This design comes from an exercise in tuning for small area, a short achievable clock period and few clock cycles per item on the open sky130 flow, not from production work. Only simulation tests tie the RTL to the original design; equivalence was not proved.

==> wip/indigo: inputs <==
// aes_core
module aes_core (
    input  wire         clk,
    input  wire         rst,         
    input  wire         in_valid,
    output wire         in_ready,
    input  wire         in_aes256,   
    input  wire [255:0] in_key,
    input  wire [127:0] in_block,
    output wire         out_valid,
    input  wire         out_ready,
    output wire [127:0] out_block
);
Settings: LEC_CHECK=0, CAP_MARGIN=20, CORE_MARGIN=2, CORE_UTILIZATION=50, PLACE_DENSITY=0.6, SETUP_SLACK_MARGIN=5.0, SLEW_MARGIN=20, SYNTH_HIERARCHICAL=1, SYNTH_MINIMUM_KEEP_SIZE=0, TNS_END_PERCENT=5; clock period 8.5 ns.
run.sh (not shown) runs the stock make flow with config.mk's settings and CLKGATE_MAP_FILE= SYNTH_SCRIPT=/design/flow/synth_recipe.tcl, a recipe that flattens the netlist after the stock synthesis.
==> inputs of wip/sierra, as changes to wip/indigo <==
--- a/flow/design.v
+++ b/flow/design.v
@@ -65,20 +65,21 @@
     wire M29; g_nand u55 (.a(M28), .b(M27), .y(M29));
     wire M30; g_nand u56 (.a(M26), .b(M24), .y(M30));
     wire M31; g_nand u57 (.a(M20), .b(M23), .y(M31));
     wire M32; g_nandb u58 (.a(M31), .b(M27), .y(M32));
     wire M33; g_xnor u59 (.a(M27), .b(M25), .y(M33));
     wire M34; g_nand u60 (.a(M21), .b(M22), .y(M34));
     wire M35; g_nandb u61 (.a(M34), .b(M24), .y(M35));
     wire M36; g_xnor u62 (.a(M24), .b(M25), .y(M36));
-    g_xnor u63 (.a(M21), .b(M29), .y(m[3]));
-    g_xnor u64 (.a(M32), .b(M33), .y(m[2]));
-    g_xnor u65 (.a(M23), .b(M30), .y(m[1]));
-    g_xnor u66 (.a(M35), .b(M36), .y(m[0]));
+    wire M37; g_xnor u63 (.a(M21), .b(M29), .y(M37));
+    wire M38; g_xnor u64 (.a(M32), .b(M33), .y(M38));
+    wire M39; g_xnor u65 (.a(M23), .b(M30), .y(M39));
+    wire M40; g_xnor u66 (.a(M35), .b(M36), .y(M40));
+    assign m = {M37, M38, M39, M40};
 endmodule
 module aes_sbox_p2 (input wire [7:0] a, input wire [3:0] m, output wire [7:0] y);
     wire U0 = a[7];
     wire U1 = a[6];
     wire U2 = a[5];
     wire U3 = a[4];
     wire U4 = a[3];
     wire U5 = a[2];
@@ -159,24 +160,25 @@
     wire L22; g_xor u68 (.a(L3), .b(L12), .y(L22));
     wire L23; g_xor u69 (.a(L18), .b(L2), .y(L23));
     wire L24; g_xor u70 (.a(L15), .b(L9), .y(L24));
     wire L25; g_xor u71 (.a(L6), .b(L10), .y(L25));
     wire L26; g_xor u72 (.a(L7), .b(L9), .y(L26));
     wire L27; g_xor u73 (.a(L8), .b(L10), .y(L27));
     wire L28; g_xor u74 (.a(L11), .b(L14), .y(L28));
     wire L29; g_xor u75 (.a(L11), .b(L17), .y(L29));
-    g_xor u76 (.a(L6), .b(L24), .y(y[7]));
-    g_xnor u77 (.a(L16), .b(L26), .y(y[6]));
-    g_xnor u78 (.a(L19), .b(L28), .y(y[5]));
-    g_xor u79 (.a(L6), .b(L21), .y(y[4]));
-    g_xor u80 (.a(L20), .b(L22), .y(y[3]));
-    g_xor u81 (.a(L25), .b(L29), .y(y[2]));
-    g_xnor u82 (.a(L13), .b(L27), .y(y[1]));
-    g_xnor u83 (.a(L6), .b(L23), .y(y[0]));
+    wire S0; g_xor u76 (.a(L6), .b(L24), .y(S0));
+    wire S1; g_xnor u77 (.a(L16), .b(L26), .y(S1));
+    wire S2; g_xnor u78 (.a(L19), .b(L28), .y(S2));
+    wire S3; g_xor u79 (.a(L6), .b(L21), .y(S3));
+    wire S4; g_xor u80 (.a(L20), .b(L22), .y(S4));
+    wire S5; g_xor u81 (.a(L25), .b(L29), .y(S5));
+    wire S6; g_xnor u82 (.a(L13), .b(L27), .y(S6));
+    wire S7; g_xnor u83 (.a(L6), .b(L23), .y(S7));
+    assign y = {S0, S1, S2, S3, S4, S5, S6, S7};
 endmodule
 module g_xor (input wire a, input wire b, output wire y); assign y = a ^ b; endmodule
 module g_xnor (input wire a, input wire b, output wire y); assign y = ~(a ^ b); endmodule
 module g_nand (input wire a, input wire b, output wire y); assign y = ~(a & b); endmodule
 module g_nor (input wire a, input wire b, output wire y); assign y = ~(a | b); endmodule
 module g_nandb (input wire a, input wire b, output wire y); assign y = ~(~a & b); endmodule
 module aes_core (
     input  wire         clk,
@@ -198,17 +200,16 @@
     reg          xv;             
     reg          x256;
     reg  [3:0]   xr;             
     reg          xh;             
     reg          xw;             
     reg  [127:0] PU;             
     reg  [63:0]  PM;             
     reg  [255:0] KP;
-    reg  [31:0]  KPU;            
     reg  [15:0]  KPM;
     reg          pv;
     reg          p256;
     reg  [3:0]   pr;
     reg          ph;
     reg          pw;
     assign in_ready  = rdy;
     assign out_valid = ov;
@@ -238,43 +239,42 @@
             assign sr[4*c + 0] = sb[((c + 0) % 4) * 4 + 0];
             assign sr[4*c + 1] = sb[((c + 1) % 4) * 4 + 1];
             assign sr[4*c + 2] = sb[((c + 2) % 4) * 4 + 2];
             assign sr[4*c + 3] = sb[((c + 3) % 4) * 4 + 3];
             wire [7:0] a0 = sr[4*c + 0];
             wire [7:0] a1 = sr[4*c + 1];
             wire [7:0] a2 = sr[4*c + 2];
             wire [7:0] a3 = sr[4*c + 3];
-            wire [7:0] s01 = a0 ^ a1;
-            wire [7:0] s12 = a1 ^ a2;
-            wire [7:0] s23 = a2 ^ a3;
-            wire [7:0] s30 = a3 ^ a0;
-            wire [7:0] t   = s01 ^ s23;
-            assign mc[4*c + 0] = t ^ {s01[6:0], 1'b0} ^ (s01[7] ? 8'h1b : 8'h00);
-            assign mc[4*c + 1] = t ^ {s12[6:0], 1'b0} ^ (s12[7] ? 8'h1b : 8'h00);
-            assign mc[4*c + 2] = t ^ {s23[6:0], 1'b0} ^ (s23[7] ? 8'h1b : 8'h00);
-            assign mc[4*c + 3] = t ^ {s30[6:0], 1'b0} ^ (s30[7] ? 8'h1b : 8'h00);
+            wire [7:0] x0 = {a0[6:0], 1'b0} ^ (a0[7] ? 8'h1b : 8'h00);
+            wire [7:0] x1 = {a1[6:0], 1'b0} ^ (a1[7] ? 8'h1b : 8'h00);
+            wire [7:0] x2 = {a2[6:0], 1'b0} ^ (a2[7] ? 8'h1b : 8'h00);
+            wire [7:0] x3 = {a3[6:0], 1'b0} ^ (a3[7] ? 8'h1b : 8'h00);
+            assign mc[4*c + 0] = x0 ^ (x1 ^ a1) ^ a2 ^ a3;
+            assign mc[4*c + 1] = a0 ^ x1 ^ (x2 ^ a2) ^ a3;
+            assign mc[4*c + 2] = a0 ^ a1 ^ x2 ^ (x3 ^ a3);
+            assign mc[4*c + 3] = (x0 ^ a0) ^ a1 ^ a2 ^ x3;
         end
     endgenerate
     wire [127:0] sr_flat;
     wire [127:0] mc_flat;
     generate
         for (i = 0; i < 16; i = i + 1) begin : g_flat
             assign sr_flat[127 - 8*i -: 8] = sr[i];
             assign mc_flat[127 - 8*i -: 8] = mc[i];
         end
     endgenerate
+    wire [31:0] ksub_p = p256 ? KP[31:0] : KP[159:128];
     wire [31:0] sub_out;
     generate
         for (i = 0; i < 4; i = i + 1) begin : g_k2
-            aes_sbox_p2 u_kb2 (.a(KPU[31 - 8*i -: 8]), .m(KPM[15 - 4*i -: 4]),
+            aes_sbox_p2 u_kb2 (.a(ksub_p[31 - 8*i -: 8]), .m(KPM[15 - 4*i -: 4]),
                                .y(sub_out[31 - 8*i -: 8]));
         end
     endgenerate
-    wire       plast   = (pr == (p256 ? 4'd14 : 4'd10));    
     wire       use_rot = !p256 || pr[0];
     wire [3:0] rc_idx  = p256 ? ((pr + 4'd1) >> 1) : pr;
     reg  [7:0] rcon;
     always @* begin
         case (rc_idx)
             4'd1:    rcon = 8'h01;
             4'd2:    rcon = 8'h02;
             4'd3:    rcon = 8'h04;
@@ -283,29 +283,27 @@
             4'd6:    rcon = 8'h20;
             4'd7:    rcon = 8'h40;
             4'd8:    rcon = 8'h80;
             4'd9:    rcon = 8'h1b;
             4'd10:   rcon = 8'h36;
             default: rcon = 8'h00;
         endcase
     end
-    wire [31:0] rot_out = {sub_out[23:0], sub_out[31:24]};
-    wire [31:0] temp = use_rot ? (rot_out ^ {rcon, 24'h000000}) : sub_out;
+    wire [31:0] temp = use_rot ? ({sub_out[23:0], sub_out[31:24]} ^ {rcon, 24'h000000})
+                               : sub_out;
     wire [31:0] pf0 = KP[255:224];
     wire [31:0] pf1 = KP[255:224] ^ KP[223:192];
     wire [31:0] pf2 = pf1 ^ KP[191:160];
     wire [31:0] pf3 = pf1 ^ (KP[191:160] ^ KP[159:128]);
     wire [127:0] new_key = {pf0 ^ temp, pf1 ^ temp, pf2 ^ temp, pf3 ^ temp};
-    wire [31:0]  rcw = {rcon, 24'h000000};
-    wire [127:0] rk_a = p256 ? KP[127:0] : {pf0 ^ rcw, pf1 ^ rcw, pf2 ^ rcw, pf3 ^ rcw};
-    wire [31:0]  rk_s = p256 ? 32'h0 : rot_out;
-    wire [127:0] round_key = rk_a ^ {rk_s, rk_s, rk_s, rk_s};
-    wire [127:0] fin_d = sr_flat ^ round_key;                  
-    wire [127:0] nxt_d = fin_d ^ (plast ? 128'h0 : mc_flat);   
+    wire [127:0] round_key = p256 ? KP[127:0] : new_key;
+    wire [127:0] fin_d = sr_flat ^ round_key;    
+    wire [127:0] nxt_d = mc_flat ^ round_key;    
+    wire plast  = (pr == (p256 ? 4'd14 : 4'd10));    
     wire go_out = pv && plast && !ov && !pw;        
     reg       xv_n, x256_n, xh_n, xw_n;
     reg [3:0] xr_n;
     always @* begin
         if (rdy) begin
             xv_n   = in_valid;
             x256_n = in_aes256;
             xr_n   = 4'd1;
@@ -347,18 +345,17 @@
     end
     always @(posedge clk) begin
         if (go_out)
             ob <= ph ? PU : fin_d;
         if (rdy) begin
             X  <= in_block ^ in_key[255:128];
             KX <= in_key;
         end else begin
-            X  <= ph ? PU : nxt_d;
+            X  <= ph ? PU : (plast ? fin_d : nxt_d);
             KX <= {round_key, new_key};
         end
         PU  <= X;
         PM  <= pm_d;
         KP  <= KX;
-        KPU <= ksub_x;
         KPM <= kpm_d;
     end
 endmodule
==> flow/config.mk (replaced) <==
export PLATFORM = sky130hd
export DESIGN_NAME = aes_core
export DESIGN_NICKNAME = aes_core
export VERILOG_FILES = /design/flow/design.v
export SDC_FILE = /design/flow/constraint.sdc
export NUM_CORES = 4
export LEC_CHECK = 0
export CAP_MARGIN = 20
export CORE_MARGIN = 2
export CORE_UTILIZATION = 20
export PLACE_DENSITY = 0.3
export SETUP_SLACK_MARGIN = 0.2
export SLEW_MARGIN = 20
export SYNTH_HIERARCHICAL = 1
export SYNTH_MINIMUM_KEEP_SIZE = 0
==> inputs of wip/nickel, as changes to wip/indigo <==
==> flow/config.mk (replaced) <==
export PLATFORM = sky130hd
export DESIGN_NAME = aes_core
export DESIGN_NICKNAME = aes_core
export VERILOG_FILES = /design/flow/design.v
export SDC_FILE = /design/flow/constraint.sdc
export NUM_CORES = 4
export LEC_CHECK = 0
export CAP_MARGIN = 20
export CORE_MARGIN = 2
export CORE_UTILIZATION = 20
export PLACE_DENSITY = 0.3
export SETUP_SLACK_MARGIN = 5.0
export SLEW_MARGIN = 20
export SYNTH_HIERARCHICAL = 1
export SYNTH_MINIMUM_KEEP_SIZE = 0
==> qor summary <==
| quantity | wip/nickel | wip/sierra | wip/indigo |
|---|---|---|---|
| Vias in the first global route | 53.83k | 49.49k | 51.28k |
| Drt wl/cell | 26.37 um | 24.31 um | 26.59 um |
| Final net count | 8,955 | 7,918 | 8,314 |
| Floorplan row count | 208 | 210 | 131 |
| Number of nets in the synthesized netlist | 7,203 | 7,658 | 7,203 |
| Non-CTS buffers | 1,792 | 664 | 1,176 |
| CP peak stage delay | 0.41 ns | 0.84 ns | 0.42 ns |
| CP Launch Point | KPU[1]$_DFF_P_ | p256$_DFF_P_ | PU[57]$_DFF_P_ |
| Sequential standard cell area | 22,340 um2 | 21,190 um2 | 22,270 um2 |
| Cell area after placement | 75,960 um2 | 75,130 um2 | 71,890 um2 |
| Initial core utilization | 0.2006 | 0.2013 | 0.5037 |
| Total met2 wirelength after detailed routing | 158.7 mm | 133.8 mm | 111.2 mm |
| Total global routing track utilization | 0.2033 | 0.1701 | 0.3764 |
| Terminating pin of the worst hold path | KP[238]$_DFF_P_ | KP[187]$_DFF_P_ | KP[212]$_DFF_P_ |
| Crit path time final | 3.950 ns | 6.741 ns | 3.998 ns |
| Outcome | no timing/DRC/antenna violations | no timing/DRC/antenna violations | no timing/DRC/antenna violations |
Testbench counts of wip/indigo, summed over its fixed seeds: cycles 23,660, blocks 1,920.
Testbench counts of wip/sierra, summed over its fixed seeds: cycles 23,660, blocks 1,920.
Testbench counts of wip/nickel, summed over its fixed seeds: cycles 23,660, blocks 1,920.

separate check: timing with driven ports:
The flow's constraints put no driver on any port. The routed layouts listed below were extracted and timed again, unchanged, in two steps. Step 1, drivers: a clkbuf_16 drives clk and a buf_2 each remaining input, both assumed. Step 2 moves the port delays by t, midway between the first and last clock arrival at a register: inputs arrive t later, outputs are due t later. That takes back most of the time a late clock gives input paths. Slacks: ideal / step 1 / step 2; pairs: ideal / step 1.
| run | t, ns | setup slack, ns | latest minus earliest clock arrival (ns) | slew at the worst register clock pin (ns) | pins driven straight from the clock port |
|---|---|---|---|---|---|
| wip/indigo | 0.837 | 4.502 / 4.502 / 4.502 | 0.039 / 0.039 | 0.07 / 0.07 | 1 |
| wip/sierra | 0.894 | 1.759 / 1.759 / 1.759 | 0.066 / 0.066 | 0.07 / 0.07 | 1 |
| wip/nickel | 0.929 | 4.550 / 4.550 / 4.550 | 0.064 / 0.064 | 0.07 / 0.07 | 1 |
After both steps every run listed still meets setup and hold.
